This is an optimization exercise on Yosys and OpenROAD, whose aim is small area, a short achievable clock period and few clock cycles per item, not a production implementation. The RTL was checked by simulation tests, not by an equivalence proof against the original design.

<file path="design/flow/flow/run.sh">
#!/bin/bash
# The standard layout (settings from config.mk), with the smallest buffer on every port.
set -euo pipefail
bash standard.sh "BUFFER_PORTS_ARGS=-buffer_cell sky130_fd_sc_hd__buf_1" finish > standard.log 2>&1
</file>
<file path="design/flow/standard.sh">
#!/bin/bash
# synth_recipe.tcl (not shown) runs the flow's synth.tcl, then flattens the netlist and writes it again
# the make line also repeats each setting of config.mk as NAME=value (left out here)
make -C /OpenROAD-flow-scripts/flow DESIGN_CONFIG=/design/flow/config.mk WORK_HOME=/design/flow/orfs CLKGATE_MAP_FILE= SYNTH_SCRIPT=/design/flow/synth_recipe.tcl "${@:-finish}"
</file>
<file path="design/flow/config.mk">
export PLATFORM = sky130hd
export DESIGN_NAME = aes_enc_core
export DESIGN_NICKNAME = aes_enc_core
export VERILOG_FILES = /design/flow/design.v
export SDC_FILE = /design/flow/constraint.sdc
export NUM_CORES = 8
export LEC_CHECK = 0
export CAP_MARGIN = 20
export CORE_MARGIN = 2
export CORE_UTILIZATION = 60
export PLACE_DENSITY = 0.7
export SETUP_SLACK_MARGIN = 5
export SLEW_MARGIN = 20
</file>
<file path="design/flow/constraint.sdc">
create_clock -name core_clock -period 9.0 [get_ports {clk}]
set_input_delay 1.8000 -clock core_clock [delete_from_list [all_inputs] [get_ports {clk}]]
set_output_delay 1.8000 -clock core_clock [all_outputs]
set_load 0.01 [all_outputs]
</file>
<file path="design/flow/design.v">
module aes_sbox_top (
    input  wire [7:0] in,
    output wire [3:0] inv,
    output wire [3:0] tl       
);
    wire U0 = in[7], U1 = in[6], U2 = in[5], U3 = in[4];
    wire U4 = in[3], U5 = in[2], U6 = in[1], U7 = in[0];
    wire T1 = U0 ^ U3;
    wire T2 = U0 ^ U5;
    wire T3 = U0 ^ U6;
    wire T4 = U3 ^ U5;
    wire T5 = U4 ^ U6;
    wire T6 = T1 ^ T5;
    wire T7 = U1 ^ U2;
    wire T8 = U7 ^ T6;
    wire T9 = U7 ^ T7;
    wire T10 = T6 ^ T7;
    wire T11 = U1 ^ U5;
    wire T12 = U2 ^ U5;
    wire T13 = T3 ^ T4;
    wire T14 = T6 ^ T11;
    wire T15 = T5 ^ T11;
    wire T16 = T5 ^ T12;
    wire T17 = T9 ^ T16;
    wire T18 = U3 ^ U7;
    wire T19 = T7 ^ T18;
    wire T20 = T1 ^ T19;
    wire T21 = U6 ^ U7;
    wire T22 = T7 ^ T21;
    wire T23 = T2 ^ T22;
    wire T24 = T2 ^ T10;
    wire T25 = T20 ^ T17;
    wire T26 = T3 ^ T16;
    wire T27 = T1 ^ T12;
    wire M1 = T13 & T6;
    wire M2 = T23 & T8;
    wire M3 = T14 ^ M1;
    wire M4 = T19 & U7;
    wire M5 = M4 ^ M1;
    wire M6 = T3 & T16;
    wire M7 = T22 & T9;
    wire M8 = T26 ^ M6;
    wire M9 = T20 & T17;
    wire M10 = M9 ^ M6;
    wire M11 = T1 & T15;
    wire M12 = T4 & T27;
    wire M13 = M12 ^ M11;
    wire M14 = T2 & T10;
    wire M15 = M14 ^ M11;
    wire M16 = M3 ^ M2;
    wire M17 = M5 ^ T24;
    wire M18 = M8 ^ M7;
    wire M19 = M10 ^ M15;
    wire M20 = M16 ^ M13;
    wire M21 = M17 ^ M15;
    wire M22 = M18 ^ M13;
    wire M23 = M19 ^ T25;
    wire M24 = M22 ^ M23;
    wire M25 = M22 & M20;
    wire M26 = M21 ^ M25;
    wire M27 = M20 ^ M21;
    wire M28 = M23 ^ M25;
    wire M29 = M28 & M27;
    wire M30 = M26 & M24;
    wire M31 = M20 & M23;
    wire M32 = M27 & M31;
    wire M33 = M27 ^ M25;
    wire M34 = M21 & M22;
    wire M35 = M24 & M34;
    wire M36 = M24 ^ M25;
    wire M37 = M21 ^ M29;
    wire M38 = M32 ^ M33;
    wire M39 = M23 ^ M30;
    wire M40 = M35 ^ M36;
    assign inv = {M37, M38, M39, M40};
    assign tl  = {T8, T10, T17, T23};
endmodule
module aes_sbox_bot (
    input  wire [7:0] in,
    input  wire [3:0] inv,
    input  wire [3:0] tl,
    output wire [7:0] out
);
    wire U0 = in[7], U1 = in[6], U2 = in[5], U3 = in[4];
    wire U4 = in[3], U5 = in[2], U6 = in[1], U7 = in[0];
    wire T1 = U0 ^ U3;
    wire T2 = U0 ^ U5;
    wire T3 = U0 ^ U6;
    wire T4 = U3 ^ U5;
    wire T5 = U4 ^ U6;
    wire T6 = T1 ^ T5;
    wire T7 = U1 ^ U2;
    wire T8 = tl[3];
    wire T9 = U7 ^ T7;
    wire T10 = tl[2];
    wire T11 = U1 ^ U5;
    wire T12 = U2 ^ U5;
    wire T13 = T3 ^ T4;
    wire T14 = T6 ^ T11;
    wire T15 = T5 ^ T11;
    wire T16 = T5 ^ T12;
    wire T17 = tl[1];
    wire T18 = U3 ^ U7;
    wire T19 = T7 ^ T18;
    wire T20 = T1 ^ T19;
    wire T21 = U6 ^ U7;
    wire T22 = T7 ^ T21;
    wire T23 = tl[0];
    wire T24 = T2 ^ T10;
    wire T25 = T20 ^ T17;
    wire T26 = T3 ^ T16;
    wire T27 = T1 ^ T12;
    wire M37 = inv[3], M38 = inv[2], M39 = inv[1], M40 = inv[0];
    wire M41 = M38 ^ M40;
    wire M42 = M37 ^ M39;
    wire M43 = M37 ^ M38;
    wire M44 = M39 ^ M40;
    wire M45 = M42 ^ M41;
    wire M46 = M44 & T6;
    wire M47 = M40 & T8;
    wire M48 = M39 & U7;
    wire M49 = M43 & T16;
    wire M50 = M38 & T9;
    wire M51 = M37 & T17;
    wire M52 = M42 & T15;
    wire M53 = M45 & T27;
    wire M54 = M41 & T10;
    wire M55 = M44 & T13;
    wire M56 = M40 & T23;
    wire M57 = M39 & T19;
    wire M58 = M43 & T3;
    wire M59 = M38 & T22;
    wire M60 = M37 & T20;
    wire M61 = M42 & T1;
    wire M62 = M45 & T4;
    wire M63 = M41 & T2;
    wire L0 = M61 ^ M62;
    wire L1 = M50 ^ M56;
    wire L2 = M46 ^ M48;
    wire L3 = M47 ^ M55;
    wire L4 = M54 ^ M58;
    wire L5 = M49 ^ M61;
    wire L6 = M62 ^ L5;
    wire L7 = M46 ^ L3;
    wire L8 = M51 ^ M59;
    wire L9 = M52 ^ M53;
    wire L10 = M53 ^ L4;
    wire L11 = M60 ^ L2;
    wire L12 = M48 ^ M51;
    wire L13 = M50 ^ L0;
    wire L14 = M52 ^ M61;
    wire L15 = M55 ^ L1;
    wire L16 = M56 ^ L0;
    wire L17 = M57 ^ L1;
    wire L18 = M58 ^ L8;
    wire L19 = M63 ^ L4;
    wire L20 = L0 ^ L1;
    wire L21 = L1 ^ L7;
    wire L22 = L3 ^ L12;
    wire L23 = L18 ^ L2;
    wire L24 = L15 ^ L9;
    wire L25 = L6 ^ L10;
    wire L26 = L7 ^ L9;
    wire L27 = L8 ^ L10;
    wire L28 = L11 ^ L14;
    wire L29 = L11 ^ L17;
    assign out[7] = L6 ^ L24;
    assign out[6] = ~(L16 ^ L26);
    assign out[5] = ~(L19 ^ L28);
    assign out[4] = L6 ^ L21;
    assign out[3] = L20 ^ L22;
    assign out[2] = L25 ^ L29;
    assign out[1] = ~(L13 ^ L27);
    assign out[0] = ~(L6 ^ L23);
endmodule
module aes_sbox (
    input  wire [7:0] in,
    output wire [7:0] out
);
    wire [3:0] inv, tl;
    aes_sbox_top u_top (.in(in), .inv(inv), .tl(tl));
    aes_sbox_bot u_bot (.in(in), .inv(inv), .tl(tl), .out(out));
endmodule
module aes_enc_core (
    input  wire         clk,
    input  wire         rst,         
    input  wire         in_valid,
    output wire         in_ready,
    input  wire         key_256,     
    input  wire [255:0] key,
    input  wire [127:0] block_in,
    output reg          out_valid,
    output wire [127:0] block_out
);
    genvar i;
    reg  [127:0] st1;
    reg  [255:0] k1;
    reg          busy1, mode1, last1;
    reg  [3:0]   round1;
    reg  [7:0]   rcon1;
    reg          ksel_w, ksel_rw, ksel_rh;
    reg  [255:0] m2;         
    reg  [63:0]  km2;        
    reg  [255:0] k2;
    reg          busy2, mode2, last2;
    reg  [3:0]   round2;
    reg  [7:0]   rcon2;
    reg  [127:0] out_q;
    reg          in_ready_q;
    assign block_out = out_q;
    assign in_ready = in_ready_q;
    wire load = in_ready;
    wire [127:0] ark = st1 ^ k1[255:128];
    wire [31:0]  kx_in = ({32{ksel_w}}  & k1[31:0])
                       | ({32{ksel_rw}} & {k1[23:0], k1[31:24]})
                       | ({32{ksel_rh}} & {k1[151:128], k1[159:152]});
    wire [63:0]  inv1, tl1;
    wire [15:0]  kinv1, ktl1;
    generate
        for (i = 0; i < 16; i = i + 1) begin : g_sbt
            aes_sbox_top u_t (.in(ark[127-8*i -: 8]), .inv(inv1[63-4*i -: 4]),
                             .tl(tl1[63-4*i -: 4]));
        end
        for (i = 0; i < 4; i = i + 1) begin : g_ksbt
            aes_sbox_top u_t (.in(kx_in[31-8*i -: 8]), .inv(kinv1[15-4*i -: 4]),
                             .tl(ktl1[15-4*i -: 4]));
        end
    endgenerate
    wire [127:0] sub;
    generate
        for (i = 0; i < 16; i = i + 1) begin : g_sbb
            aes_sbox_bot u_b (.in(m2[255-16*i -: 8]), .inv(m2[247-16*i -: 4]),
                              .tl(m2[243-16*i -: 4]), .out(sub[127-8*i -: 8]));
        end
    endgenerate
    wire [127:0] shifted;
    generate
        for (i = 0; i < 16; i = i + 1) begin : g_sr
            localparam integer R = i % 4;
            localparam integer C = i / 4;
            localparam integer SRC = ((C + R) % 4) * 4 + R;
            assign shifted[127-8*i -: 8] = sub[127-8*SRC -: 8];
        end
    endgenerate
    wire [127:0] mixed;
    generate
        for (i = 0; i < 4; i = i + 1) begin : g_mc
            wire [7:0] a0 = shifted[127-32*i -: 8];
            wire [7:0] a1 = shifted[119-32*i -: 8];
            wire [7:0] a2 = shifted[111-32*i -: 8];
            wire [7:0] a3 = shifted[103-32*i -: 8];
            wire [7:0] t  = a0 ^ a1 ^ a2 ^ a3;
            wire [7:0] d0 = a0 ^ a1;
            wire [7:0] d1 = a1 ^ a2;
            wire [7:0] d2 = a2 ^ a3;
            wire [7:0] d3 = a3 ^ a0;
            wire [7:0] x0 = {d0[6:0], 1'b0} ^ (d0[7] ? 8'h1b : 8'h00);
            wire [7:0] x1 = {d1[6:0], 1'b0} ^ (d1[7] ? 8'h1b : 8'h00);
            wire [7:0] x2 = {d2[6:0], 1'b0} ^ (d2[7] ? 8'h1b : 8'h00);
            wire [7:0] x3 = {d3[6:0], 1'b0} ^ (d3[7] ? 8'h1b : 8'h00);
            assign mixed[127-32*i -: 8] = a0 ^ t ^ x0;
            assign mixed[119-32*i -: 8] = a1 ^ t ^ x1;
            assign mixed[111-32*i -: 8] = a2 ^ t ^ x2;
            assign mixed[103-32*i -: 8] = a3 ^ t ^ x3;
        end
    endgenerate
    wire [31:0] kx_sub;
    generate
        for (i = 0; i < 4; i = i + 1) begin : g_ksbb
            aes_sbox_bot u_b (.in(km2[63-16*i -: 8]), .inv(km2[55-16*i -: 4]),
                              .tl(km2[51-16*i -: 4]), .out(kx_sub[31-8*i -: 8]));
        end
    endgenerate
    wire        kx_rot = !mode2 || round2[0];
    wire [31:0] b0 = k2[255:224] ^ {kx_rot ? rcon2 : 8'h00, 24'h0};
    wire [31:0] b1 = b0 ^ k2[223:192];
    wire [31:0] b2 = b1 ^ k2[191:160];
    wire [31:0] b3 = b2 ^ k2[159:128];
    wire [127:0] next_words = {b0, b1, b2, b3} ^ {4{kx_sub}};
    wire [127:0] tk_base = mode2 ? k2[127:0] : {b0, b1, b2, b3};
    wire [31:0]  tk_sub  = mode2 ? 32'h0 : kx_sub;
    always @(posedge clk) begin
        for (integer b = 0; b < 16; b = b + 1)
            m2[255-16*b -: 16] <= {ark[127-8*b -: 8], inv1[63-4*b -: 4], tl1[63-4*b -: 4]};
        for (integer b = 0; b < 4; b = b + 1)
            km2[63-16*b -: 16] <= {kx_in[31-8*b -: 8], kinv1[15-4*b -: 4], ktl1[15-4*b -: 4]};
        k2     <= k1;
        mode2  <= mode1;
        round2 <= round1;
        last2  <= last1;
        rcon2  <= rcon1;
        out_q <= (shifted ^ tk_base) ^ {4{tk_sub}};
        if (load) begin
            st1    <= block_in;
            k1     <= key;
            mode1  <= key_256;
            round1 <= 4'd1;
            last1  <= 1'b0;
            rcon1  <= 8'h01;
            ksel_w  <= 1'b0;
            ksel_rw <= key_256;
            ksel_rh <= !key_256;
        end else begin
            st1    <= mixed;
            k1     <= {mode2 ? k2[127:0] : next_words, next_words};
            mode1  <= mode2;
            round1 <= round2 + 4'd1;
            last1  <= (round2 == (mode2 ? 4'd13 : 4'd9));
            rcon1  <= kx_rot ? ({rcon2[6:0], 1'b0} ^ (rcon2[7] ? 8'h1b : 8'h00)) : rcon2;
            ksel_w  <= mode2 && round2[0];
            ksel_rw <= mode2 && !round2[0];
            ksel_rh <= !mode2;
        end
    end
    always @(posedge clk) begin
        if (rst) begin
            busy1     <= 1'b0;
            busy2     <= 1'b0;
            out_valid <= 1'b0;
            in_ready_q <= 1'b1;
        end else begin
            busy2     <= busy1;
            busy1     <= load ? in_valid : (busy2 && !last2);
            out_valid <= busy2 && last2;
            in_ready_q <= (!busy1 || last1) &&
                          (load ? (!in_valid || !key_256)
                                : (!busy2 || last2 || !mode2 || round2 >= 4'd4));
        end
    end
endmodule
</file>
==> flow_summary_export.csv, run 1 <==
group,metric,value,unit
outcome,status,"complete, no violations",
cells_and_area,area_growth,12.5,%
synthesis,synthCells,6569,
min_path,holdCritPathClass,"reg2reg",
synthesis,synth_area_leader_cell,"dfxtp_1",
clocking,cts_hold_buf,0,
clocking,clkTransAtPathRegs,60,ps
job,drv_cap,0,
clocking,cts.sinks,1123,
detailed_routing,drt_wl_total,200000,um
critical_path,worstPathArrival,4540,ps
synthesis,syn-num-nets,6999,
sta,setup_viol_count_final,0,
sta,worst_pin_slew,1180,ps
critical_path,crit_path_top_delay_cell,"xnor2_1",
place,io_buffers,517,
synthesis,synth_top_area_share,35.1,%
global_routing,antenna_found_initial,14,
place,hpwl,159000,um
clocking,cts.htree.levels,3,
critical_path,worstPathCellList,"xor2_1 -> xnor2_1 -> nor2_2 -> xor2_1 -> xnor2_1 -> xnor2_1 -> xnor2_1 -> xor2_1 -> xnor2_1 -> mux2_2",
global_routing,overflow,0,
global_routing,grt_max_degree,236,
sta,min_period,3940,ps
synthesis,async_reset_ff_share,0,%
die,rows,119,
synthesis,syn_avg_cell_area,9.75,um^2
die,ioPinCount,518,
sta,hold_ws,322,ps
clocking,cts_tree,"done",
synthesis,ys_top_cells_by_count,"xnor2_1 (1,645), dfxtp_1 (1,123), xor2_1 (623)",
detailed_routing,detail-route-antenna-nets,0,
synthesis,synth.most_common_cell,"xnor2_1",
sta,fin_setup_tns,0,ps
clocking,cts_buffers,115,
detailed_routing,dr.pass1.iters,9,
sta,final_hold_viol_count,0,
critical_path,crit_family,"XOR/XNOR gates",
global_routing,grt_pass1_wl,286000,um
sta,relSlewSlack,21.2,%
critical_path,regToRegSetupSlack,5060,ps
die,die-width,331,um
detailed_routing,drc,0,
cells_and_area,multi_input_area,40400,um^2
cells_and_area,fin_nets,7447,
cells_and_area,seqCellArea,22500,um^2
synthesis,synth.area.top_cells,"dfxtp_1 (35%), xnor2_1 (22%), xor2_1 (8.5%)",
global_routing,grt_util_all_layers,35.4,%
synthesis,ys_types,78,
global_routing,grt_pass1_vias,45200,
die,coreArea,106000,um^2
critical_path,cp-start-kind,"register",
detailed_routing,routed_via_density,5.61,
sta,slew_viol_final,0,
sta,rsz0062_at_grt,"true",
critical_path,required,9600,ps
cells_and_area,fillers,8442,
clocking,root_buffer,"clkbuf_16",
sta,skew,34.3,ps
detailed_routing,via_count,47700,
synthesis,yosysSeqAreaShare,35.1,%
synthesis,synth_edf_count,0,
detailed_routing,drt-initial-drc-count,5179,
clocking,clk_latency,730,ps
critical_path,cp_slowest_stage_delay,770,ps
sta,timing.fmax,254,MHz
die,die_h,331,um
synthesis,mappedNetlistArea,64100,um^2
critical_path,endpoint_kind,"register",
synthesis,yosysWarnings,1,
critical_path,path_max_fanout,9,
die,initial_utilization,60.7,%
critical_path,path_buf_inv,0,
die,dieArea,109000,um^2
sta,post-route-period-util,43.8,%
clocking,clockBufferDepth,3,
critical_path,worstSetupPathType,"reg2reg",
place,gp_congestion,1.03,
synthesis,synth_seq_cells,1123,
cells_and_area,drive_gt1_share,8.87,%
critical_path,crit_path_frequent_cell,"xnor2_1",
synthesis,synth-main-ff-cell,"dfxtp_1",
detailed_routing,wire_per_inst,23.6,um
-- cell type report --
type	instances	area share (%)
clock buffers	151	4.49
well taps	1391	2.41
flip-flops and latches	1123	31.2
inverters	218	1.14
repair buffers	595	3.57
clock inverters	61	1.08
multi-input cells	4964	56.1
diodes	5	0.0174
-- timing repair --
item	4_1_cts	5_1_grt
pin swaps	14	8
gates resized for setup	28	91
endpoints found under the hold margin	0	0
setup buffers	20	19
setup endpoints to repair	78	160
-- worst paths after layout --
| kind | start | end | cells past startpoint |
|---|---|---|---|
| worst max-delay path | m2[159] | st1[5] | 10 |
| worst min-delay path | k1[94] | k2[94] | 0 |
| worst max register to register | m2[159] | st1[5] | 10 |
| worst min register to register | k1[94] | k2[94] | 0 |
-- registers in the layout (all words and copies together), names as in the netlist --
signal      flops
ksel_rw         1
mode2           1
last1           1
rcon2           8
rcon1           8
m2            256
in_ready_q      1
round2          4
k1            256
out_q         128
last2           1
ksel_w          1
out_valid       1
busy1           1
mode1           1
k2            256
ksel_rh         1
busy2           1
round1          4
st1           128
km2            64
-- layer usage --
metal / part of all wire, % / global-route usage [%] / vias up / routed length (um)
met1: 42 / 48.0 / 22700 / 83700
met2: 44 / 55.5 / 2138 / 88700
met3: 8.3 / 5.20 / 432 / 16700
met5: 0.013 / 0 / - / 27
met4: 5.6 / 17.0 / 4 / 11200
li1: - / - / 22400 / -
-- placed cells by master (no fill, tap or decap), types with 42 or more instances in the layout --
cell       netlist  final
a21oi_1        141    141
a22oi_1         81     81
buf_1           10    517
buf_4           10     73
clkbuf_16        0    116
dfxtp_1       1123   1111
ha_1            42     42
inv_1          201    201
mux2_2         166    166
mux2i_1        141    140
nand2_1        609    609
nor2_1         304    303
o21ai_0        451    449
o22ai_1         50     50
xnor2_1       1645   1565
xnor2_2         24     99
xnor3_1        151    150
xor2_1         623    603
-- cells by family (layout without fill, tap and decap cells) --
logic type	after synthesis	count (layout)	share of synthesized area [%]
xor+xnor	2505	2505	39.1
simple gates	1135	1135	7.40
flops	1123	1123	35.1
compound gates	969	969	9.26
buf+inv	482	1025	3.08
mux	308	308	5.14
fa+ha+maj	47	47	0.898
other cells	0	5	0
-- per-stage QoR --
| step | setup slack (ps) | cells | util, % | area, um^2 |
|---|---|---|---|---|
| 6_report | 5060 | 8508 | 68.3 | 72100 |
| 5_1_grt | 4950 | 8505 | 68.3 | 72100 |
| 4_1_cts | 5000 | 8483 | 67.5 | 71300 |
| 3_5_place_dp | 4700 | 8251 | 63.4 | 66900 |
| 3_3_place_gp | 4690 | 8251 | 63.4 | 66900 |
| 2_1_floorplan | 5520 | 6569 | - | 64100 |
Testbench counts, summed over its fixed seeds: cycles 23,252, items 1,920.
==> run 2, diff against run 1 <==
==> design/flow/flow/run.sh (replaced) <==
#!/bin/bash
set -euo pipefail
rm -rf scripts
cp -r "$FLOW_HOME/scripts" scripts
cat > scripts/abc_speed.script <<'EOT'
&get -n
&st
&dch
&nf
&put
topo
stime -c
buffer -c
upsize -c
dnsize -c
EOT
bash standard.sh SCRIPTS_DIR="$PWD/scripts" SETUP_SLACK_MARGIN=5.45 \
  "BUFFER_PORTS_ARGS=-buffer_cell sky130_fd_sc_hd__buf_1" finish > standard.log 2>&1
==> flow_summary_export.csv, run 2 <==
group,metric,value,unit
die,rows,116,
global_routing,grt_util_all_layers,38.0,%
sta,skew,22.5,ps
synthesis,synth_top_area_share,37.0,%
sta,fin_setup_tns,0,ps
critical_path,required,9570,ps
cells_and_area,reg_top3,"k1 x256, k2 x256, m2 x256",
synthesis,yosysSeqAreaShare,37.0,%
sta,setup_viol_count_final,0,
global_routing,overflow,0,
place,io_buffers,517,
sta,rsz0062_at_grt,"true",
synthesis,synth.area.top_cells,"dfxtp_1 (37%), xnor2_1 (26%), xor2_1 (12%)",
synthesis,syn_avg_cell_area,9.61,um^2
clocking,cts_tree,"done",
synthesis,synth-simple-area-share,8.43,%
critical_path,endpoint_kind,"register",
synthesis,ys_top_cells_by_count,"xnor2_1 (1,834), dfxtp_1 (1,123), xor2_1 (810)",
sta,timing.fmax,278,MHz
die,die-width,322,um
sta,final_hold_viol_count,0,
min_path,holdCritPathClass,"reg2reg",
global_routing,grt_pass1_vias,43800,
place,dp.cells,8042,
detailed_routing,drt-initial-drc-count,4513,
detailed_routing,via_count,45700,
synthesis,syn-num-nets,6750,
clocking,clkTransAtPathRegs,60,ps
sta,min_period,3590,ps
min_path,holdPathStages,0,
outcome,status,"complete, no violations",
global_routing,antenna_found_initial,5,
job,drv_cap,0,
cells_and_area,mostFrequentLayoutCell,"xnor2_1",
synthesis,synth_compound_area_share,7.20,%
cells_and_area,final_cells,8309,
sta,slew_viol_final,0,
synthesis,ys_types,51,
cells_and_area,fin_nets,7343,
sta,worst_slack,5410,ps
cells_and_area,fillers,8072,
place,gp_congestion,1.01,
synthesis,mappedNetlistArea,60700,um^2
cells_and_area,area_growth,14.7,%
detailed_routing,drc,0,
sta,post-route-period-util,39.9,%
place,hpwl,163000,um
clocking,cts_buffers,115,
clocking,cts.htree.levels,3,
synthesis,synth-adder-area-share,0.865,%
synthesis,synthCells,6320,
critical_path,worstPathArrival,4160,ps
synthesis,yosys-mux-area-fraction,0.964,%
clocking,root_buffer,"clkbuf_16",
synthesis,synth_area_leader_cell,"dfxtp_1",
synthesis,synth_seq_cells,1123,
critical_path,path_max_fanout,12,
clocking,clockBufferDepth,3,
sta,relSlewSlack,22.5,%
critical_path,cp-start-kind,"register",
die,die_h,322,um
synthesis,synth_edf_count,0,
cells_and_area,most-common-layout-cells,"xnor2_1 (1,756), dfxtp_1 (1,118), xor2_1 (770), nand2_1 (676), buf_1 (517)",
detailed_routing,routed_via_density,5.50,
die,initial_utilization,60.6,%
sta,hold_ws,322,ps
detailed_routing,drt_wl_total,203000,um
critical_path,worstSetupPathType,"reg2reg",
clocking,cts.sinks,1123,
critical_path,r2r_cells,9,
detailed_routing,dr.pass1.iters,8,
detailed_routing,wire_per_inst,24.4,um
die,coreArea,100000,um^2
synthesis,async_reset_ff_share,0,%
detailed_routing,detail-route-antenna-nets,0,
global_routing,grt_max_degree,123,
synthesis,synth-main-ff-cell,"dfxtp_1",
die,ioPinCount,518,
clocking,clk_latency,730,ps
synthesis,yosys.area_share.xor_xnor,43.7,%
cells_and_area,drive_gt1_share,6.88,%
synthesis,synth.most_common_cell,"xnor2_1",
sta,worst_pin_slew,1150,ps
synthesis,yosysWarnings,1,
global_routing,grt_pass1_wl,286000,um
die,dieArea,104000,um^2
synthesis,synth_top_family_by_area,"XOR/XNOR gates",
place,place_ws,4900,ps
run 2: changes by cell type after synthesis, sizes merged, moves of 56 or more:
| cell | before | now |
|---|---|---|
| a21o | 12 | 113 |
| nand2 | 609 | 679 |
| mux2 | 166 | 4 |
| xor2 | 638 | 818 |
| mux2i | 142 | 54 |
| xnor2 | 1672 | 1847 |
| xnor3 | 153 | 97 |
| a22oi | 81 | 2 |
| o21ai | 464 | 360 |
| buf | 98 | 21 |
| inv | 205 | 132 |
| nor2 | 307 | 455 |
run 2: final cells by class:
class	instances	area, um^2	area share, %
flip-flops and latches	1123	22500	32.3
repair buffers	632	2860	4.11
well taps	1298	1620	2.33
inverters	132	500	0.719
clock buffers	152	3170	4.55
multi-input cells	4909	38200	54.8
diodes	1	2.50	0.00359
clock inverters	62	843	1.21
run 2: cells by family (layout without fill, tap and decap cells):
kind of cell             Yosys count  after routing
AO/OA/AOI/OAI                    741            741
XOR/XNOR                        2798           2798
adder cells (fa/ha/maj)           42             42
buffers and inverters            288            978
flip-flops                      1123           1123
multiplexers                      58             58
other                              0              1
AND/OR/NAND/NOR                 1270           1270
run 2: per-stage QoR:
step	utilization [%]	area [um^2]
CTS	68.6	68700
finish	69.5	69700
floorplan	-	60700
global placement	64.1	64200
detailed placement	64.2	64300
global route	69.5	69600
run 2: routing by layer:
layer	track usage [%]	vias up	part of all wire, %
met5	0	-	0.019
li1	-	21300	-
met1	51.0	21800	41
met3	6.08	429	8.9
met4	17.8	6	5.2
met2	60.0	2127	45
run 2: path summary, 6_finish.rpt:
check         start   endpoint  slack [ps]
max           mode2  out_q[31]        5410
min          k1[76]     k2[76]         320
max reg2reg   mode2  out_q[31]        5410
min reg2reg  k1[76]     k2[76]         320
run 2: worst max-delay path, cell delays in order, from the launching register on:
cell and delay, ps:
dfxtp_4 620, nand2b_1 320, and2_1 330, xnor2_1 420, xor2_1 250, xnor2_2 450, xor2_1 200, o21ai_1 450
xnor2_2 210, xnor2_1 160
run 2: what timing repair did:
item / in CTS / in global routing
gates resized for setup: 32 / 114
pin swaps: 20 / 13
buffers inserted: 36 / 16
setup endpoints to repair: 52 / 171
hold buffers: 0 / 0
==> run 3, diff against run 2 <==
--- a/design/flow/flow/run.sh
+++ b/design/flow/flow/run.sh
@@ -17,2 +17,3 @@
 bash standard.sh SCRIPTS_DIR="$PWD/scripts" SETUP_SLACK_MARGIN=5.45 \
-  "BUFFER_PORTS_ARGS=-buffer_cell sky130_fd_sc_hd__buf_1" finish > standard.log 2>&1
+  "BUFFER_PORTS_ARGS=-buffer_cell sky130_fd_sc_hd__buf_1" \
+  "CTS_ARGS=-sink_clustering_enable -repair_clock_nets -dont_use_dummy_load -buf_list sky130_fd_sc_hd__clkbuf_8" finish > standard.log 2>&1
==> flow_summary_export.csv, run 3 <==
group,metric,value,unit
synthesis,yosysWarnings,1,
sta,rsz0062_at_grt,"true",
critical_path,worstPathArrival,4220,ps
die,ioPinCount,518,
sta,fin_setup_tns,0,ps
sta,final_hold_viol_count,0,
synthesis,synth.most_common_cell,"xnor2_1",
global_routing,grt_pass1_vias,44100,
global_routing,grt_pass1_wl,286000,um
place,dp.cells,8042,
min_path,holdCritPathClass,"reg2reg",
critical_path,endpoint,"out_q[28]",
sta,slew_viol_final,0,
critical_path,endpoint_kind,"register",
critical_path,crit_family,"XOR/XNOR gates",
global_routing,antenna_found_initial,5,
critical_path,r2r-end,"out_q[28]",
critical_path,crit_path_frequent_cell,"xor2_1",
global_routing,overflow,0,
critical_path,path_max_fanout,12,
detailed_routing,dr.pass1.iters,10,
critical_path,cp_slowest_stage_delay,650,ps
cells_and_area,final_cells,8284,
synthesis,synth_edf_count,0,
critical_path,cp-start-kind,"register",
die,die_h,322,um
cells_and_area,seqCellArea,22500,um^2
clocking,cts_tree,"done",
cells_and_area,multi_input_area,38100,um^2
synthesis,async_reset_ff_share,0,%
critical_path,worstPathCellList,"nand2b_1 -> nand2_1 -> xor2_1 -> xor2_1 -> xnor2_1 -> xor2_1 -> o21ai_0 -> xor2_1 -> xnor2_1",
detailed_routing,drt_wl_total,202000,um
critical_path,critical_path_cell_count,9,
critical_path,worstSetupPathType,"reg2reg",
synthesis,yosysSeqAreaShare,37.0,%
synthesis,synth.area.top_cells,"dfxtp_1 (37%), xnor2_1 (26%), xor2_1 (12%)",
cells_and_area,most-common-layout-cells,"xnor2_1 (1,762), dfxtp_1 (1,117), xor2_1 (774), nand2_1 (676), buf_1 (517)",
place,io_buffers,517,
critical_path,required,9720,ps
job,drv_cap,0,
die,rows,116,
synthesis,syn_avg_cell_area,9.61,um^2
critical_path,regToRegSetupSlack,5510,ps
clocking,cts_hold_buf,0,
sta,setup_viol_count_final,0,
die,dieArea,104000,um^2
synthesis,synth-main-ff-cell,"dfxtp_1",
clocking,clkTransAtPathRegs,60,ps
die,coreArea,100000,um^2
sta,post-route-period-util,38.8,%
clocking,root_buffer,"clkbuf_8",
cells_and_area,mostFrequentLayoutCell,"xnor2_1",
cells_and_area,fin_nets,7416,
detailed_routing,routed_via_density,5.50,
sta,relSlewSlack,29.0,%
synthesis,synth_seq_cells,1123,
detailed_routing,drc,0,
global_routing,grt_max_degree,123,
sta,skew,109,ps
detailed_routing,wire_per_inst,24.4,um
die,initial_utilization,60.6,%
synthesis,ys_top_cells_by_count,"xnor2_1 (1,834), dfxtp_1 (1,123), xor2_1 (810)",
detailed_routing,detail-route-antenna-nets,0,
sta,timing.fmax,286,MHz
place,gp_congestion,1.01,
clocking,cts.sinks,1123,
critical_path,r2r-start,"mode2",
detailed_routing,drt-initial-drc-count,4402,
clocking,clockBufferDepth,3,
critical_path,crit_path_start,"mode2",
clocking,cts_buffers,182,
outcome,status,"complete, no violations",
sta,min_period,3490,ps
synthesis,mappedNetlistArea,60700,um^2
clocking,clk_latency,890,ps
critical_path,crit_path_top_delay_cell,"dfxtp_4",
place,hpwl,163000,um
synthesis,ys_types,51,
detailed_routing,via_count,45600,
clocking,cts.htree.levels,4,
cells_and_area,area_growth,12.2,%
synthesis,synth_top_area_share,37.0,%
synthesis,synth_area_leader_cell,"dfxtp_1",
die,die-width,322,um
sta,worst_pin_slew,1060,ps
synthesis,synthCells,6320,
cells_and_area,drive_gt1_share,6.70,%
cells_and_area,reg_top3,"k1 x256, k2 x256, m2 x256",
cells_and_area,fillers,8365,
critical_path,path_buf_inv,0,
global_routing,grt_util_all_layers,38.1,%
critical_path,r2r_cells,9,
synthesis,syn-num-nets,6750,
==> run 3: changes by cell type in the layout (fill, tap and decap cells not counted), sizes merged <==
cell,change
inv,-6
buf,+6
clkbuf,+30
clkinv,-32
bufinv,-16
clkinvlp,-8
diode,+1
==> run 3: worst min path at each step <==
| stage | from | endpoint | cells after the start | slack [ps] |
|---|---|---|---|---|
| 2_1_floorplan | k1[100] | k2[100] | 0 | 310 |
| 4_1_cts | k1[122] | k2[122] | 0 | 300 |
| 5_1_grt | k1[122] | k2[122] | 0 | 300 |
| 3_3_place_gp | round1[0] | round2[0] | 0 | 310 |
| 6_report | k1[122] | k2[122] | 0 | 300 |
| 3_5_place_dp | mode1 | mode2 | 0 | 310 |
==> run 3: metal layers <==
| metal | GRT usage [%] | vias to the layer above | share of wire [%] |
|---|---|---|---|
| li1 | - | 21300 | - |
| met1 | 50.4 | 21800 | 42 |
| met2 | 60.3 | 2065 | 45 |
| met3 | 6.98 | 434 | 8.4 |
| met4 | 17.8 | 6 | 5.0 |
| met5 | 0 | - | 0.020 |
==> run 3: timing repair <==
item	in CTS	in global routing
setup buffers	30	28
endpoints found under the setup margin	48	170
pin swaps	17	17
gates resized for setup	26	110
hold endpoints to repair	0	0
==> run 3: logic make-up (layout without fill, tap and decap cells) <==
group	after synthesis	count (layout)	synth area share (%)
AO/OA/AOI/OAI	741	741	7.20
XOR/XNOR	2798	2798	43.7
adder cells (fa/ha/maj)	42	42	0.865
buffers and inverters	288	952	1.81
flip-flops	1123	1123	37.0
multiplexers	58	58	0.964
other	0	2	0
AND/OR/NAND/NOR	1270	1270	8.43
==> run 3: area by class of cell <==
class	instances	share of cell area (%)
Antenna cell	2	0.00735
Inverter	132	0.735
Sequential cell	1123	33.0
Clock buffer	182	3.68
Multi-Input combinational cell	4909	55.9
Timing Repair Buffer	638	4.28
Tap cell	1298	2.38
==> run 3: metrics by stage <==
step | hold slack (ps) | setup WS, ps | util (%) | instance area, um^2
floorplan | 310 | 5580 | - | 60700
global placement | 310 | 4820 | 64.1 | 64200
detailed placement | 312 | 4900 | 64.2 | 64300
CTS | 298 | 5350 | 67.0 | 67100
global route | 302 | 5420 | 68.0 | 68100
finish | 304 | 5510 | 68.0 | 68100
==> run 4, diff against run 3 <==
--- a/design/flow/flow/run.sh
+++ b/design/flow/flow/run.sh
@@ -18,2 +18,2 @@
   "BUFFER_PORTS_ARGS=-buffer_cell sky130_fd_sc_hd__buf_1" \
-  "CTS_ARGS=-sink_clustering_enable -repair_clock_nets -dont_use_dummy_load -buf_list sky130_fd_sc_hd__clkbuf_8" finish > standard.log 2>&1
+  "CTS_ARGS=-sink_clustering_enable -repair_clock_nets -dont_use_dummy_load" finish > standard.log 2>&1
==> flow_summary_export.csv, run 4 <==
group,metric,value,unit
global_routing,grt_util_all_layers,37.9,%
die,dieArea,104000,um^2
sta,post-route-period-util,39.0,%
job,drv_cap,0,
synthesis,yosys-mux-area-fraction,0.964,%
die,initial_utilization,60.6,%
sta,worst_pin_slew,1150,ps
global_routing,grt_pass1_wl,285000,um
synthesis,synth_top_family_by_area,"XOR/XNOR gates",
cells_and_area,mostFrequentLayoutCell,"xnor2_1",
sta,relSlewSlack,22.6,%
detailed_routing,wl_met3,16000,um
critical_path,cp-start-kind,"register",
detailed_routing,dr.pass1.iters,8,
cells_and_area,most-common-layout-cells,"xnor2_1 (1,760), dfxtp_1 (1,118), xor2_1 (772), nand2_1 (676), buf_1 (517)",
clocking,cts.sinks,1123,
cells_and_area,reg_top3,"k1 x256, k2 x256, m2 x256",
synthesis,yosys.area_share.xor_xnor,43.7,%
clocking,cts_buffers,115,
global_routing,overflow,0,
die,die_h,322,um
sta,worst_slack,5490,ps
sta,fin_setup_tns,0,ps
synthesis,synth.most_common_cell,"xnor2_1",
clocking,cts_hold_buf,0,
synthesis,syn-num-nets,6750,
die,die-width,322,um
critical_path,endpoint_kind,"register",
die,rows,116,
die,coreArea,100000,um^2
global_routing,antenna_found_initial,4,
synthesis,yosysSeqAreaShare,37.0,%
synthesis,ys_top_cells_by_count,"xnor2_1 (1,834), dfxtp_1 (1,123), xor2_1 (810)",
global_routing,grt_max_degree,123,
synthesis,synth_compound_area_share,7.20,%
detailed_routing,wl_met2,89800,um
place,dp.cells,8042,
sta,final_hold_viol_count,0,
synthesis,syn_avg_cell_area,9.61,um^2
place,hpwl,163000,um
sta,hold_ws,305,ps
clocking,clkTransAtPathRegs,60,ps
synthesis,synth_area_leader_cell,"dfxtp_1",
critical_path,path_max_fanout,7,
outcome,status,"complete, no violations",
detailed_routing,routed_via_density,5.52,
clocking,clk_latency,730,ps
sta,timing.fmax,285,MHz
synthesis,synth_seq_cells,1123,
sta,rsz0062_at_grt,"true",
detailed_routing,detail-route-antenna-nets,0,
cells_and_area,area_growth,12.8,%
sta,slew_viol_final,0,
clocking,root_buffer,"clkbuf_16",
sta,setup_viol_count_final,0,
synthesis,synth_edf_count,0,
detailed_routing,met1Wirelength,84600,um
place,gp_congestion,1.01,
cells_and_area,drive_gt1_share,5.77,%
synthesis,synth-adder-area-share,0.865,%
detailed_routing,drt-initial-drc-count,4608,
critical_path,worstPathArrival,4080,ps
detailed_routing,highest_layer,"met5",
cells_and_area,final_cells,8214,
synthesis,synth_top_area_share,37.0,%
synthesis,synth-simple-area-share,8.43,%
detailed_routing,wire_per_inst,24.5,um
synthesis,yosysWarnings,1,
synthesis,ys_types,51,
sta,min_period,3510,ps
detailed_routing,drc,0,
critical_path,worstSetupPathType,"reg2reg",
clocking,cts.htree.levels,3,
clocking,cts_tree,"done",
cells_and_area,fin_nets,7346,
synthesis,synth.area.top_cells,"dfxtp_1 (37%), xnor2_1 (26%), xor2_1 (12%)",
global_routing,grt_pass1_vias,43400,
min_path,holdCritPathClass,"reg2reg",
synthesis,mappedNetlistArea,60700,um^2
cells_and_area,fillers,8228,
place,io_buffers,517,
synthesis,synthCells,6320,
detailed_routing,drt_wl_total,201000,um
die,ioPinCount,518,
sta,skew,53.6,ps
synthesis,async_reset_ff_share,0,%
critical_path,required,9570,ps
detailed_routing,via_count,45300,
place,place_ws,4900,ps
clocking,clockBufferDepth,3,
synthesis,synth-main-ff-cell,"dfxtp_1",
-- run 4: cell counts after synthesis --
No cell type changed its count.
-- run 4: what timing repair did --
| item | 4_1_cts | 5_1_grt |
|---|---|---|
| resized for setup | 30 | 107 |
| pin swaps | 21 | 12 |
| setup buffers | 39 | 16 |
| endpoints found under the setup margin | 52 | 170 |
-- run 4: path summary, 6_finish.rpt --
path / start / to / slack, ps / cells past startpoint
hold / removal: k1[112] / k2[112] / 300 / 0
hold reg to reg: k1[112] / k2[112] / 300 / 0
setup reg to reg: km2[45] / out_q[23] / 5490 / 9
setup / recovery: km2[45] / out_q[23] / 5490 / 9
-- run 4: critical path, cell delays in order (launching register included) --
cell and delay (ps):
dfxtp_1 350, xor3_1 540, nand2_1 180, xor2_1 410, xnor2_1 150, xnor2_1 160
xnor2_1 150, buf_4 200, nor2_1 750, xnor3_1 500
-- run 4: area by class of cell --
cell class | count | area, um^2 | share of cell area (%)
Sequential cell | 1123 | 22500 | 32.9
Antenna cell | 2 | 5.00 | 0.00731
Inverter | 132 | 500 | 0.731
Tap cell | 1298 | 1620 | 2.37
Multi-Input combinational cell | 4909 | 38100 | 55.6
Timing Repair Buffer | 635 | 2870 | 4.19
Clock buffer | 115 | 2880 | 4.20
-- run 4: routing by layer --
layer / global-route usage (%) / up-vias
met5: 0 / -
met4: 18.2 / 6
met3: 5.61 / 397
met2: 59.7 / 2003
met1: 51.1 / 21700
li1: - / 21200
-- run 4: logic make-up after synthesis --
group / after synthesis
xor gates and xnor gates: 2798
and+or+nand+nor: 1270
DFF: 1123
AOI/OAI and AO/OA: 741
buffers and inverters: 288
muxes: 58
adders and majority gates: 42
-- run 4: stage by stage --
step	cell area (um^2)	utilization [%]
6_report	68500	68.4
3_5_place_dp	64300	64.2
4_1_cts	67600	67.5
5_1_grt	68500	68.4
3_3_place_gp	64200	64.1
2_1_floorplan	60700	-
==> run 5, diff against run 4 <==
--- a/design/flow/flow/run.sh
+++ b/design/flow/flow/run.sh
@@ -16,3 +16,3 @@
 EOT
-bash standard.sh SCRIPTS_DIR="$PWD/scripts" SETUP_SLACK_MARGIN=5.45 \
+bash standard.sh SCRIPTS_DIR="$PWD/scripts" SETUP_SLACK_MARGIN=5.6 \
   "BUFFER_PORTS_ARGS=-buffer_cell sky130_fd_sc_hd__buf_1" \
==> flow_summary_export.csv, run 5 <==
group,metric,value,unit
detailed_routing,via_count,45300,
critical_path,worstPathArrival,1550,ps
critical_path,crit_path_top_delay_cell,"dfxtp_4",
critical_path,endpoint_kind,"output port",
synthesis,ys_top_cells_by_count,"xnor2_1 (1,834), dfxtp_1 (1,123), xor2_1 (810)",
detailed_routing,drc,0,
global_routing,grt_util_all_layers,37.8,%
sta,hold_ws,300,ps
sta,min_period,3350,ps
synthesis,yosysWarnings,1,
detailed_routing,drt-initial-drc-count,4353,
synthesis,syn_avg_cell_area,9.61,um^2
die,rows,116,
critical_path,cp-start-kind,"register",
clocking,clkTransAtPathRegs,60,ps
cells_and_area,fin_nets,7373,
sta,skew,67.4,ps
cells_and_area,reg_top3,"k1 x256, k2 x256, m2 x256",
sta,worst_slack,5650,ps
cells_and_area,drive_gt1_share,8.21,%
detailed_routing,detail-route-antenna-nets,0,
sta,timing.fmax,299,MHz
critical_path,regToRegSetupSlack,5680,ps
clocking,cts_tree,"done",
synthesis,synth_compound_area_share,7.20,%
sta,post-route-period-util,37.2,%
sta,worst_pin_slew,1120,ps
global_routing,grt_pass1_wl,284000,um
outcome,status,"complete, no violations",
place,io_buffers,517,
job,drv_cap,0,
synthesis,yosys-mux-area-fraction,0.964,%
critical_path,cp_slowest_stage_delay,620,ps
critical_path,worstPathCellList,"buf_1",
detailed_routing,dr.pass1.iters,10,
synthesis,synth_top_area_share,37.0,%
synthesis,yosys.area_share.xor_xnor,43.7,%
synthesis,synth_edf_count,0,
critical_path,path_buf_inv,1,
detailed_routing,wire_per_inst,24.5,um
synthesis,synth_seq_cells,1123,
die,die_h,322,um
global_routing,grt_pass1_vias,43900,
die,initial_utilization,60.6,%
cells_and_area,most-common-layout-cells,"xnor2_1 (1,701), dfxtp_1 (1,118), xor2_1 (733), nand2_1 (676), buf_1 (517)",
clocking,clk_latency,740,ps
place,gp_congestion,1.01,
synthesis,yosysSeqAreaShare,37.0,%
synthesis,synth-simple-area-share,8.43,%
place,place_ws,4940,ps
clocking,cts_buffers,116,
clocking,cts.htree.levels,3,
global_routing,grt_max_degree,200,
clocking,cts_hold_buf,0,
die,ioPinCount,518,
cells_and_area,mostFrequentLayoutCell,"xnor2_1",
min_path,holdCritPathClass,"reg2reg",
die,coreArea,100000,um^2
sta,slew_viol_final,0,
synthesis,synthCells,6320,
clocking,root_buffer,"clkbuf_16",
synthesis,synth_area_leader_cell,"dfxtp_1",
synthesis,syn-num-nets,6750,
critical_path,crit_family,"flip-flops",
synthesis,synth_top_family_by_area,"XOR/XNOR gates",
synthesis,mappedNetlistArea,60700,um^2
detailed_routing,routed_via_density,5.50,
synthesis,async_reset_ff_share,0,%
die,dieArea,104000,um^2
critical_path,path_max_fanout,23,
detailed_routing,drt_wl_total,202000,um
sta,fin_setup_tns,0,ps
global_routing,overflow,0,
critical_path,worstSetupPathType,"reg2out",
clocking,cts.sinks,1123,
synthesis,synth-main-ff-cell,"dfxtp_1",
synthesis,synth.area.top_cells,"dfxtp_1 (37%), xnor2_1 (26%), xor2_1 (12%)",
synthesis,synth-adder-area-share,0.865,%
sta,relSlewSlack,24.9,%
die,die-width,322,um
place,hpwl,161000,um
synthesis,ys_types,51,
cells_and_area,utilization,69.8,%
sta,rsz0062_at_grt,"true",
clocking,clockBufferDepth,3,
sta,final_hold_viol_count,0,
sta,setup_viol_count_final,0,
critical_path,required,7200,ps
synthesis,synth.most_common_cell,"xnor2_1",
cells_and_area,area_growth,15.1,%
global_routing,antenna_found_initial,4,
## run 5: cell counts after synthesis
No cell type changed its count.
## run 5: per-layer routing
layer	up-vias	global-route usage (%)	wire, um
li1	21200	-	-
met1	21600	50.5	83500
met2	1983	59.3	89700
met3	437	5.31	16100
met4	0	20.2	12300
met5	-	0	0
## run 5: per-stage QoR
stage | cell area [um^2] | instances
2_1_floorplan | 60700 | 6320
3_3_place_gp | 64300 | 8046
3_5_place_dp | 64300 | 8047
4_1_cts | 68100 | 8210
5_1_grt | 69900 | 8239
6_report | 69900 | 8241
## run 5: repair_timing
action,CTS,global route
pin swaps,24,23
gates resized for setup,86,222
setup buffers,47,29
setup endpoints to repair,154,269
## run 5: final cells by class
class / instances / area, um^2
inverter: 132 / 500
multi-input combinational: 4909 / 39200
sequential: 1123 / 22500
timing repair buffer: 661 / 3120
clock buffer: 116 / 2900
tap: 1298 / 1620
fill: 8036 / 30300
antenna: 2 / 5.00
## run 5: path summary, 6_finish.rpt
kind	startpoint	endpoint	cells past startpoint
worst max register to register	mode2	out_q[27]	9
worst max-delay path	in_ready_q	in_ready	1
worst min-delay path	k1[124]	k2[124]	0
worst min register to register	k1[124]	k2[124]	0
## run 5: logic make-up (layout without fill, tap and decap cells)
kind of cell | count (synthesis) | after routing
XOR/XNOR | 2798 | 2798
AND/OR/NAND/NOR | 1270 | 1270
flip-flops | 1123 | 1123
AO/OA/AOI/OAI | 741 | 741
buffers and inverters | 288 | 909
multiplexers | 58 | 58
adder cells (fa/ha/maj) | 42 | 42
other | 0 | 2
## run 5: worst register-to-register path: stages, from the launching register on
cell,delay [ps]
dfxtp_4,560
nand2b_2,220
nand2_1,140
xor2_1,380
xor2_1,260
xnor2_1,820
xor2_1,270
mux2i_1,130
xnor2_1,170
xnor2_1,240
==> run 6, diff against run 5 <==
--- a/design/flow/flow/run.sh
+++ b/design/flow/flow/run.sh
@@ -16,3 +16,3 @@
 EOT
-bash standard.sh SCRIPTS_DIR="$PWD/scripts" SETUP_SLACK_MARGIN=5.6 \
+bash standard.sh SCRIPTS_DIR="$PWD/scripts" SETUP_SLACK_MARGIN=5.75 \
   "BUFFER_PORTS_ARGS=-buffer_cell sky130_fd_sc_hd__buf_1" \
==> flow_summary_export.csv, run 6 <==
group,metric,value,unit
sta,worst_pin_slew,1160,ps
synthesis,yosysWarnings,1,
synthesis,synth_edf_count,0,
detailed_routing,wire_per_inst,24.4,um
critical_path,worstSetupPathType,"reg2reg",
critical_path,crit_path_top_delay_cell,"xnor3_2",
clocking,cts_buffers,115,
sta,setup_viol_count_final,0,
sta,worst_slack,5750,ps
critical_path,endpoint,"km2[5]",
critical_path,endpoint_kind,"register",
synthesis,synth-adder-area-share,0.865,%
critical_path,cp_slowest_stage_delay,500,ps
synthesis,async_reset_ff_share,0,%
min_path,holdPathStages,0,
place,place_ws,5070,ps
synthesis,synth.most_common_cell,"xnor2_1",
critical_path,path_max_fanout,8,
global_routing,grt_max_degree,197,
cells_and_area,fin_nets,7469,
synthesis,yosys-mux-area-fraction,0.964,%
cells_and_area,most-common-layout-cells,"xnor2_1 (1,606), dfxtp_1 (1,109), xor2_1 (676), nand2_1 (668), buf_1 (517)",
synthesis,synth_seq_cells,1123,
synthesis,mappedNetlistArea,60700,um^2
outcome,status,"complete, no violations",
critical_path,crit_family,"XOR/XNOR gates",
critical_path,cp-start-kind,"register",
job,drv_cap,0,
critical_path,r2r-start,"ksel_rw",
sta,rsz0062_at_grt,"true",
critical_path,r2r-end,"km2[5]",
cells_and_area,drive_gt1_share,12.4,%
synthesis,synth_compound_area_share,7.20,%
synthesis,yosysSeqAreaShare,37.0,%
synthesis,synth_area_leader_cell,"dfxtp_1",
die,ioPinCount,518,
detailed_routing,drt_wl_total,204000,um
clocking,cts.htree.levels,3,
global_routing,antenna_found_initial,9,
place,dpl_cell_area,64400,um^2
critical_path,crit_path_start,"ksel_rw",
critical_path,critical_path_cell_count,13,
clocking,cts_tree,"done",
synthesis,synth-simple-area-share,8.43,%
sta,slew_viol_final,0,
cells_and_area,mostFrequentLayoutCell,"xnor2_1",
critical_path,required,9570,ps
place,io_buffers,517,
critical_path,worstPathArrival,3820,ps
critical_path,worstPathCellList,"buf_12 -> clkbuf_16 -> a222oi_1 -> buf_4 -> buf_4 -> xor2_1 -> xnor3_2 -> nand2_2 -> xnor2_2 -> xnor2_2 -> nand2_2 -> xor2_1 -> mux2_1",
global_routing,grt_util_all_layers,37.6,%
detailed_routing,routed_via_density,5.51,
global_routing,overflow,0,
detailed_routing,detail-route-antenna-nets,0,
cells_and_area,fillers,7538,
detailed_routing,dr.pass1.iters,7,
sta,fin_setup_tns,0,ps
sta,min_period,3250,ps
sta,post-route-period-util,36.2,%
synthesis,synth_top_family_by_area,"XOR/XNOR gates",
die,rows,116,
critical_path,r2r_cells,13,
clocking,clk_latency,720,ps
sta,relSlewSlack,22.9,%
synthesis,synth_top_area_share,37.0,%
clocking,clockBufferDepth,3,
synthesis,ys_types,51,
sta,skew,57.7,ps
synthesis,syn_avg_cell_area,9.61,um^2
synthesis,synth.area.top_cells,"dfxtp_1 (37%), xnor2_1 (26%), xor2_1 (12%)",
die,die-width,322,um
critical_path,path_buf_inv,4,
die,coreArea,100000,um^2
detailed_routing,drt-initial-drc-count,4614,
detailed_routing,drc,0,
synthesis,yosys.area_share.xor_xnor,43.7,%
clocking,cts_hold_buf,0,
global_routing,grt_pass1_vias,43600,
cells_and_area,finish.instance_area,72400,um^2
synthesis,synthCells,6320,
sta,timing.fmax,307,MHz
clocking,clkTransAtPathRegs,60,ps
clocking,cts.sinks,1123,
clocking,root_buffer,"clkbuf_16",
min_path,holdCritPathClass,"reg2reg",
synthesis,synth-main-ff-cell,"dfxtp_1",
synthesis,syn-num-nets,6750,
die,die_h,322,um
critical_path,regToRegSetupSlack,5750,ps
detailed_routing,via_count,46000,
synthesis,ys_top_cells_by_count,"xnor2_1 (1,834), dfxtp_1 (1,123), xor2_1 (810)",
global_routing,grt_pass1_wl,283000,um
die,initial_utilization,60.6,%
place,gp_congestion,1.02,
die,dieArea,104000,um^2
cells_and_area,reg_top3,"k1 x256, k2 x256, m2 x256",
cells_and_area,area_growth,19.2,%
sta,final_hold_viol_count,0,
place,hpwl,161000,um
run 6: cell counts after synthesis:
No cell type changed its count.
run 6: final cells by class:
cell class	instances	area [um^2]	share of cell area (%)
Antenna cell	1	2.50	0.00346
Clock buffer	115	2880	3.98
Multi-Input combinational cell	4909	40900	56.5
Inverter	132	503	0.695
Sequential cell	1123	22500	31.1
Tap cell	1298	1620	2.24
Timing Repair Buffer	758	3960	5.47
run 6: through the flow:
step,hold slack (ps),cells,util [%]
after global routing,303,8335,72.3
after detailed placement,312,8051,64.3
final,298,8336,72.3
after CTS,288,8243,69.0
after floorplan,310,6320,-
after global placement,310,8049,64.2
run 6: logic make-up (layout without fill, tap and decap cells):
family | after synthesis | after routing
buf+inv | 288 | 1005
simple gates | 1270 | 1270
compound gates | 741 | 741
mux | 58 | 58
fa+ha+maj | 42 | 42
xor+xnor | 2798 | 2798
other cells | 0 | 1
flops | 1123 | 1123
run 6: per-layer routing:
metal	global-route usage [%]	vias to the layer above	part of all wire, %
met5	0	-	0.015
met4	19.7	6	6.3
met3	6.04	464	8.6
met2	57.9	2133	44
met1	50.9	22000	41
li1	-	21400	-
run 6: repair_timing:
action	CTS	global route
resized for setup	202	364
endpoints found under the hold margin	0	0
endpoints found under the setup margin	280	279
buffers inserted	77	89
cloned	0	3
pin swaps	43	92
run 6: worst min path at each step:
stage                        from  endpoint  slack [ps]
after global placement    k1[106]   k2[106]         310
after detailed placement  k1[113]   k2[113]         310
after floorplan           k1[100]   k2[100]         310
final                      k1[52]    k2[52]         300
after global routing       k1[52]    k2[52]         300
after CTS                  k1[52]    k2[52]         290
==> run 7, diff against run 6 <==
==> design/flow/flow/run.sh (replaced) <==
#!/bin/bash
set -euo pipefail
rm -rf scripts
cp -r "$FLOW_HOME/scripts" scripts
cat > scripts/abc_speed.script <<'EOT'
&get -n
&st
&dch
&nf
&put
topo
stime -c
buffer -c
upsize -c
dnsize -c
EOT
bash standard.sh SCRIPTS_DIR="$PWD/scripts" SETUP_SLACK_MARGIN=5.6 \
  "BUFFER_PORTS_ARGS=-buffer_cell sky130_fd_sc_hd__buf_1" \
  "CTS_ARGS=-sink_clustering_enable -repair_clock_nets -dont_use_dummy_load -sink_clustering_size 24 -sink_clustering_max_diameter 120" finish > standard.log 2>&1
==> flow_summary_export.csv, run 7 <==
group,metric,value,unit
outcome,status,"complete, no violations",
global_routing,grt_pass1_wl,281000,um
critical_path,worstPathCellList,"buf_4 -> buf_4 -> mux2i_1 -> xnor2_1 -> xnor2_1",
cells_and_area,fin_nets,7309,
clocking,cts_buffers,52,
synthesis,syn_avg_cell_area,9.61,um^2
sta,post-route-period-util,37.8,%
cells_and_area,drive_gt1_share,7.45,%
die,rows,116,
cells_and_area,antenna_cells,0,
global_routing,grt_util_all_layers,37.3,%
critical_path,crit_path_start,"mode2",
synthesis,ys_top_cells_by_count,"xnor2_1 (1,834), dfxtp_1 (1,123), xor2_1 (810)",
detailed_routing,routed_via_density,5.50,
synthesis,synth_top_area_share,37.0,%
clocking,clkTransAtPathRegs,100,ps
critical_path,endpoint_kind,"register",
clocking,cts.htree.levels,2,
die,die_h,322,um
cells_and_area,most-common-layout-cells,"xnor2_1 (1,698), dfxtp_1 (1,115), xor2_1 (734), nand2_1 (676), buf_1 (517)",
detailed_routing,drc,0,
detailed_routing,via_count,44900,
sta,fin_setup_tns,0,ps
synthesis,async_reset_ff_share,0,%
place,gp_congestion,1.01,
min_path,hp-start,"k1[62]",
global_routing,overflow,0,
synthesis,synth-main-ff-cell,"dfxtp_1",
critical_path,path_max_fanout,59,
job,drv_cap,0,
min_path,holdCritPathClass,"reg2reg",
clocking,cts.sinks,1123,
global_routing,antenna_found_initial,3,
sta,setup_viol_count_final,0,
sta,slew_viol_final,0,
sta,min_period,3400,ps
cells_and_area,area_growth,12.5,%
die,die-width,322,um
critical_path,cp-start-kind,"register",
sta,rsz0062_at_grt,"true",
sta,timing.fmax,294,MHz
synthesis,synth.most_common_cell,"xnor2_1",
global_routing,grt_max_degree,200,
sta,skew,45.0,ps
synthesis,yosysSeqAreaShare,37.0,%
die,dieArea,104000,um^2
clocking,root_buffer,"clkbuf_16",
critical_path,required,9590,ps
cells_and_area,utilization,68.2,%
synthesis,synthCells,6320,
die,ioPinCount,518,
synthesis,syn-num-nets,6750,
clocking,clk_latency,700,ps
detailed_routing,drt-initial-drc-count,4157,
clocking,clockBufferDepth,3,
critical_path,crit_path_top_delay_cell,"buf_4",
synthesis,ys_types,51,
detailed_routing,drt_wl_total,199000,um
critical_path,cp_slowest_stage_delay,760,ps
detailed_routing,detail-route-antenna-nets,0,
synthesis,synth_area_leader_cell,"dfxtp_1",
critical_path,worstPathArrival,3990,ps
critical_path,worstSetupPathType,"reg2reg",
synthesis,synth_seq_cells,1123,
place,hpwl,161000,um
cells_and_area,reg_top3,"k1 x256, k2 x256, m2 x256",
synthesis,synth_edf_count,0,
detailed_routing,wire_per_inst,24.4,um
die,coreArea,100000,um^2
synthesis,synth.area.top_cells,"dfxtp_1 (37%), xnor2_1 (26%), xor2_1 (12%)",
clocking,cts_tree,"done",
sta,relSlewSlack,24.7,%
detailed_routing,dr.pass1.iters,12,
synthesis,yosysWarnings,1,
synthesis,mappedNetlistArea,60700,um^2
place,io_buffers,517,
sta,final_hold_viol_count,0,
die,initial_utilization,60.6,%
global_routing,grt_pass1_vias,43100,
critical_path,r2r-start,"mode2",
sta,worst_pin_slew,1120,ps
cells_and_area,mostFrequentLayoutCell,"xnor2_1",
run 7: cell counts after synthesis:
Identical to the previous run, type by type.
run 7: critical path: cells and delay by family, from the launching register on:
| family | cells | cell delay (ps) |
|---|---|---|
| mux | 1 | 590 |
| buf+inv | 2 | 1430 |
| flops | 1 | 570 |
| xor+xnor | 2 | 590 |
run 7: repair_timing:
action,CTS,global route
endpoints found under the setup margin,155,254
pin swaps,24,27
buffers inserted,50,26
resized for setup,88,228
hold buffers,0,0
endpoints found under the hold margin,0,0
run 7: logic make-up after synthesis:
kind of cell | after synthesis | share of synthesized area (%)
flops | 1123 | 37.0
xor+xnor | 2798 | 43.7
buf+inv | 288 | 1.81
mux | 58 | 0.964
compound gates | 741 | 7.20
simple gates | 1270 | 8.43
fa+ha+maj | 42 | 0.865
run 7: through the flow:
stage / worst slack, ps / instance area, um^2 / std cells / hold WS [ps]
after CTS: 5490 / 66600 / 8149 / 311
after floorplan: 5610 / 60700 / 6320 / 310
after global routing: 5550 / 68300 / 8175 / 321
final: 5600 / 68300 / 8175 / 311
after global placement: 4740 / 64300 / 8046 / 310
after detailed placement: 4940 / 64300 / 8047 / 312
run 7: cell type report:
class,count,area [um^2]
tap,1298,1620
multi-input combinational,4909,39300
inverter,132,500
clock buffer,52,1300
fill,8247,31900
sequential,1123,22500
timing repair buffer,661,3100
run 7: path summary, 6_finish.rpt:
path / slack (ps) / end / cells past startpoint
hold reg to reg: 310 / k2[62] / 0
hold / removal: 310 / k2[62] / 0
setup / recovery: 5600 / out_q[103] / 5
setup reg to reg: 5600 / out_q[103] / 5
run 7: per-layer routing:
layer	wire [um]	track usage, %	part of all wire (%)
met1	83000	50.5	42
met2	88500	58.7	44
met3	16000	4.77	8.0
met4	12000	19.1	6.0
met5	13	0	0.0065

## re-timing with driven ports
The flow's constraints put no driver on any port. The routed layouts listed below were extracted and timed again, unchanged, in two steps.
Step 1 (the two cells are an assumption about what drives the block):
set clk [get_ports {clk}]
set_driving_cell -lib_cell sky130_fd_sc_hd__clkbuf_16 $clk
set_driving_cell -lib_cell sky130_fd_sc_hd__buf_2 [delete_from_list [all_inputs] $clk]
Step 2 times the ports against the registers' clock, not the clock port: input delays grow and output delays shrink by t, the midpoint of the rising clock arrivals with the driver on.
Three values: ideal ports, drivers, drivers and shift; two values: the first two.
run | t, ns | setup WS [ns] | hold WS [ns] | worst register clock-pin slew, ns | worst data-port slew with drivers (ns)
run 1 | 0.792 | 5.059 / 5.059 / 5.059 | 0.322 / 0.322 / 0.322 | 0.07 / 0.07 | 0.09
run 2 | 0.786 | 5.409 / 5.409 / 5.409 | 0.322 / 0.322 / 0.322 | 0.07 / 0.07 | 0.07
run 3 | 0.903 | 5.506 / 5.464 / 5.506 | 0.304 / 0.304 / 0.304 | 0.07 / 0.07 | 0.07
run 4 | 0.767 | 5.488 / 5.488 / 5.488 | 0.305 / 0.305 / 0.305 | 0.06 / 0.06 | 0.07
run 5 | 0.788 | 5.654 / 5.573 / 5.679 | 0.300 / 0.300 / 0.300 | 0.07 / 0.07 | 0.08
run 6 | 0.764 | 5.746 / 5.704 / 5.746 | 0.298 / 0.298 / 0.298 | 0.07 / 0.07 | 0.07
run 7 | 0.748 | 5.597 / 5.597 / 5.597 | 0.311 / 0.311 / 0.311 | 0.11 / 0.11 | 0.08
After both steps every run listed still meets setup and hold.
